Context: an optimization exercise on an open-source flow, tuned for small area, a short achievable clock period and few clock cycles per item. The choices shown serve that exercise and are no tape-out recipe.
In this exercise RTL edits were held to simulation tests only and were not proved equivalent to the original.

==> flow/design.v <==
module sha256_core (
    input  wire         clk,
    input  wire         rst,          
    input  wire         in_valid,
    output wire         in_ready,
    input  wire         in_first,     
    input  wire [511:0] in_block,     
    output reg          out_valid,
    output wire [255:0] out_digest    
);
    localparam [255:0] IV = {32'h6a09e667, 32'hbb67ae85, 32'h3c6ef372, 32'ha54ff53a,
                             32'h510e527f, 32'h9b05688c, 32'h1f83d9ab, 32'h5be0cd19};
    localparam [2047:0] KTAB = {
        32'hc67178f2, 32'hbef9a3f7, 32'ha4506ceb, 32'h90befffa, 32'h8cc70208, 32'h84c87814, 32'h78a5636f, 32'h748f82ee,
        32'h682e6ff3, 32'h5b9cca4f, 32'h4ed8aa4a, 32'h391c0cb3, 32'h34b0bcb5, 32'h2748774c, 32'h1e376c08, 32'h19a4c116,
        32'h106aa070, 32'hf40e3585, 32'hd6990624, 32'hd192e819, 32'hc76c51a3, 32'hc24b8b70, 32'ha81a664b, 32'ha2bfe8a1,
        32'h92722c85, 32'h81c2c92e, 32'h766a0abb, 32'h650a7354, 32'h53380d13, 32'h4d2c6dfc, 32'h2e1b2138, 32'h27b70a85,
        32'h14292967, 32'h06ca6351, 32'hd5a79147, 32'hc6e00bf3, 32'hbf597fc7, 32'hb00327c8, 32'ha831c66d, 32'h983e5152,
        32'h76f988da, 32'h5cb0a9dc, 32'h4a7484aa, 32'h2de92c6f, 32'h240ca1cc, 32'h0fc19dc6, 32'hefbe4786, 32'he49b69c1,
        32'hc19bf174, 32'h9bdc06a7, 32'h80deb1fe, 32'h72be5d74, 32'h550c7dc3, 32'h243185be, 32'h12835b01, 32'hd807aa98,
        32'hab1c5ed5, 32'h923f82a4, 32'h59f111f1, 32'h3956c25b, 32'he9b5dba5, 32'hb5c0fbcf, 32'h71374491, 32'h428a2f98
    };
    reg         run;         
    reg         rdy;         
    reg         init;        
    reg  [6:0]  kc;          
    reg         first;       
    reg  [31:0] a, b, c, d, e, f, g, h, hk;
    reg  [31:0] w [0:15];
    reg  [31:0] q0, q1, q2, q3, r0, r1, r2, r3;
    assign in_ready   = rdy;
    assign out_digest = {q3, q2, q1, q0, r3, r2, r1, r0};
    function [31:0] fa_s(input [31:0] x, input [31:0] y, input [31:0] z);
        fa_s = x ^ y ^ z;
    endfunction
    function [31:0] fa_c(input [31:0] x, input [31:0] y, input [31:0] z);
        fa_c = {(x[30:0] & y[30:0]) | (x[30:0] & z[30:0]) | (y[30:0] & z[30:0]), 1'b0};
    endfunction
    wire [31:0] s1  = {e[5:0], e[31:6]} ^ {e[10:0], e[31:11]} ^ {e[24:0], e[31:25]};
    wire [31:0] ch  = (e & f) | (~e & g);
    wire [31:0] s0  = {a[1:0], a[31:2]} ^ {a[12:0], a[31:13]} ^ {a[21:0], a[31:22]};
    wire [31:0] mj  = (a & b) | (a & c) | (b & c);
    wire [31:0] x1s = fa_s(s1, ch, hk), x1c = fa_c(s1, ch, hk);
    wire [31:0] x2s = fa_s(x1s, x1c, s0), x2c = fa_c(x1s, x1c, s0);
    wire [31:0] x3s = fa_s(x2s, x2c, mj), x3c = fa_c(x2s, x2c, mj);
    wire [31:0] a_new = x3s + x3c;
    wire [31:0] y2s = fa_s(x1s, x1c, d), y2c = fa_c(x1s, x1c, d);
    wire [31:0] e_new = y2s + y2c;
    wire [31:0] sig0 = {w[1][6:0], w[1][31:7]} ^ {w[1][17:0], w[1][31:18]} ^ (w[1] >> 3);
    wire [31:0] sig1 = {w[14][16:0], w[14][31:17]} ^ {w[14][18:0], w[14][31:19]} ^ (w[14] >> 10);
    wire [31:0] m1s = fa_s(sig0, sig1, w[0]), m1c = fa_c(sig0, sig1, w[0]);
    wire [31:0] m2s = fa_s(m1s, m1c, w[9]),  m2c = fa_c(m1s, m1c, w[9]);
    wire [31:0] w_next = m2s + m2c;
    wire [31:0] kn  = KTAB[{kc[5:0], 5'd0} +: 32];
    wire [31:0] hn  = init ? (first ? IV[31:0] : r0) : g;
    wire [31:0] p1s = fa_s(hn, kn, w[0]), p1c = fa_c(hn, kn, w[0]);
    wire [31:0] hk_next = p1s + p1c;
    wire        addph = run & (kc[6] | (kc[5:1] == 5'b11111));
    reg  [31:0] iva, ive;
    always @(*) begin
        case (kc[1:0])
            2'b10: begin iva = IV[159:128]; ive = IV[31:0];   end
            2'b11: begin iva = IV[191:160]; ive = IV[63:32];  end
            2'b00: begin iva = IV[223:192]; ive = IV[95:64];  end
            default: begin iva = IV[255:224]; ive = IV[127:96]; end
        endcase
    end
    wire [31:0] qsum = (first ? iva : q0) + a;
    wire [31:0] rsum = (first ? ive : r0) + e;
    wire        last = run & (kc == 7'd65);
    wire        take = rdy & in_valid;
    integer i;
    always @(posedge clk) begin
        if (rst) begin
            run       <= 1'b0;
            rdy       <= 1'b0;
            init      <= 1'b0;
            out_valid <= 1'b0;
        end else begin
            out_valid <= last;
            init      <= take;
            if (take)
                run <= 1'b1;
            else if (last)
                run <= 1'b0;
            rdy <= (run & (kc == 7'd64)) | ((~run | last) & ~take);
        end
    end
    always @(posedge clk) begin
        if (rdy) begin
            first <= in_first;
            for (i = 0; i < 16; i = i + 1)
                w[i] <= in_block[511 - 32*i -: 32];
        end else begin
            for (i = 0; i < 15; i = i + 1)
                w[i] <= w[i + 1];
            w[15] <= w_next;
        end
        kc <= take ? 7'd0 : kc + 7'd1;
        hk <= hk_next;
        if (init) begin
            if (first)
                {a, b, c, d, e, f, g, h} <= IV;
            else
                {a, b, c, d, e, f, g, h} <= {q3, q2, q1, q0, r3, r2, r1, r0};
        end else begin
            h <= g; g <= f; f <= e; e <= e_new;
            d <= c; c <= b; b <= a; a <= a_new;
        end
        if (addph) begin
            q0 <= q1; q1 <= q2; q2 <= q3; q3 <= qsum;
            r0 <= r1; r1 <= r2; r2 <= r3; r3 <= rsum;
        end
    end
endmodule
clock: 10.0 ns
lec_check: 0
cap_margin: 20
core_margin: 2
core_utilization: 55
cts_buf_list: sky130_fd_sc_hd__clkbuf_8
cts_cluster_size: 24
slew_margin: 20
standard.sh (not shown) runs the stock make flow with config.mk's settings and CLKGATE_MAP_FILE= SYNTH_SCRIPT=/design/flow/synth_recipe.tcl, a recipe that flattens the netlist after the stock synthesis.
==> flow/flow/run.sh <==
#!/bin/bash
set -euo pipefail
export BUFFER_PORTS_ARGS="-buffer_cell sky130_fd_sc_hd__buf_1"
export SETUP_SLACK_MARGIN=5
bash standard.sh > standard_make.log 2>&1
The first run produced a clean layout.
Testbench counts at the start, summed over its fixed seeds: cycles 25,368, blocks 384.
Change:
--- a/flow/design.v
+++ b/flow/design.v
@@ -33,43 +33,63 @@
     function [31:0] fa_s(input [31:0] x, input [31:0] y, input [31:0] z);
         fa_s = x ^ y ^ z;
     endfunction
     function [31:0] fa_c(input [31:0] x, input [31:0] y, input [31:0] z);
         fa_c = {(x[30:0] & y[30:0]) | (x[30:0] & z[30:0]) | (y[30:0] & z[30:0]), 1'b0};
     endfunction
+    function [31:0] add_sk(input [31:0] x, input [31:0] y);
+        reg [31:0] gg, pp, g2, p2;
+        integer i, l;
+        begin
+            gg = x & y;
+            pp = x ^ y;
+            for (l = 1; l < 32; l = l * 2) begin
+                g2 = gg;
+                p2 = pp;
+                for (i = 0; i < 32; i = i + 1)
+                    if (i & l) begin
+                        g2[i] = gg[i] | (pp[i] & gg[(i & ~(l - 1)) - 1]);
+                        p2[i] = pp[i] & pp[(i & ~(l - 1)) - 1];
+                    end
+                gg = g2;
+                pp = p2;
+            end
+            add_sk = (x ^ y) ^ {gg[30:0], 1'b0};
+        end
+    endfunction
     wire [31:0] s1  = {e[5:0], e[31:6]} ^ {e[10:0], e[31:11]} ^ {e[24:0], e[31:25]};
     wire [31:0] ch  = (e & f) | (~e & g);
     wire [31:0] s0  = {a[1:0], a[31:2]} ^ {a[12:0], a[31:13]} ^ {a[21:0], a[31:22]};
     wire [31:0] mj  = (a & b) | (a & c) | (b & c);
     wire [31:0] x1s = fa_s(s1, ch, hk), x1c = fa_c(s1, ch, hk);
     wire [31:0] x2s = fa_s(x1s, x1c, s0), x2c = fa_c(x1s, x1c, s0);
     wire [31:0] x3s = fa_s(x2s, x2c, mj), x3c = fa_c(x2s, x2c, mj);
-    wire [31:0] a_new = x3s + x3c;
+    wire [31:0] a_new = add_sk(x3s, x3c);
     wire [31:0] y2s = fa_s(x1s, x1c, d), y2c = fa_c(x1s, x1c, d);
-    wire [31:0] e_new = y2s + y2c;
+    wire [31:0] e_new = add_sk(y2s, y2c);
     wire [31:0] sig0 = {w[1][6:0], w[1][31:7]} ^ {w[1][17:0], w[1][31:18]} ^ (w[1] >> 3);
     wire [31:0] sig1 = {w[14][16:0], w[14][31:17]} ^ {w[14][18:0], w[14][31:19]} ^ (w[14] >> 10);
     wire [31:0] m1s = fa_s(sig0, sig1, w[0]), m1c = fa_c(sig0, sig1, w[0]);
     wire [31:0] m2s = fa_s(m1s, m1c, w[9]),  m2c = fa_c(m1s, m1c, w[9]);
-    wire [31:0] w_next = m2s + m2c;
+    wire [31:0] w_next = add_sk(m2s, m2c);
     wire [31:0] kn  = KTAB[{kc[5:0], 5'd0} +: 32];
     wire [31:0] hn  = init ? (first ? IV[31:0] : r0) : g;
     wire [31:0] p1s = fa_s(hn, kn, w[0]), p1c = fa_c(hn, kn, w[0]);
-    wire [31:0] hk_next = p1s + p1c;
+    wire [31:0] hk_next = add_sk(p1s, p1c);
     wire        addph = run & (kc[6] | (kc[5:1] == 5'b11111));
     reg  [31:0] iva, ive;
     always @(*) begin
         case (kc[1:0])
             2'b10: begin iva = IV[159:128]; ive = IV[31:0];   end
             2'b11: begin iva = IV[191:160]; ive = IV[63:32];  end
             2'b00: begin iva = IV[223:192]; ive = IV[95:64];  end
             default: begin iva = IV[255:224]; ive = IV[127:96]; end
         endcase
     end
-    wire [31:0] qsum = (first ? iva : q0) + a;
-    wire [31:0] rsum = (first ? ive : r0) + e;
+    wire [31:0] qsum = add_sk(first ? iva : q0, a);
+    wire [31:0] rsum = add_sk(first ? ive : r0, e);
     wire        last = run & (kc == 7'd65);
     wire        take = rdy & in_valid;
     integer i;
     always @(posedge clk) begin
         if (rst) begin
             run       <= 1'b0;
What happened: Via count decreases by 5.6%. Wire length decreases by 4.0%. Worst setup slack improves by 0.0080 ns.
Testbench counts after the change, summed over its fixed seeds: cycles 25,368, blocks 384.

[static timing again, ports no longer ideal]
How much do the figures lean on ideal ports? The routed layouts below were timed once more, with nothing changed but the port constraints. Step 1: set_driving_cell puts a clkbuf_16 on clk and a buf_2 on each other input, an assumption about the parent block. Step 2 adds t to the input delays and takes it off the output delays; t is the mean of the earliest and latest rising clock arrival at the registers after step 1. Input paths then give back, and output paths get back, about the clock's delay inside the block. Slacks: no drivers / after step 1 / after step 2; pairs: no drivers / after step 1.
run	t, ns	setup slack, ns	slew at the worst register clock pin (ns)
the first run	0.941	5.037 / 5.037 / 5.037	0.07 / 0.07
the second run	0.952	5.045 / 5.045 / 5.045	0.07 / 0.07
After both steps setup and hold are still met in every run listed.
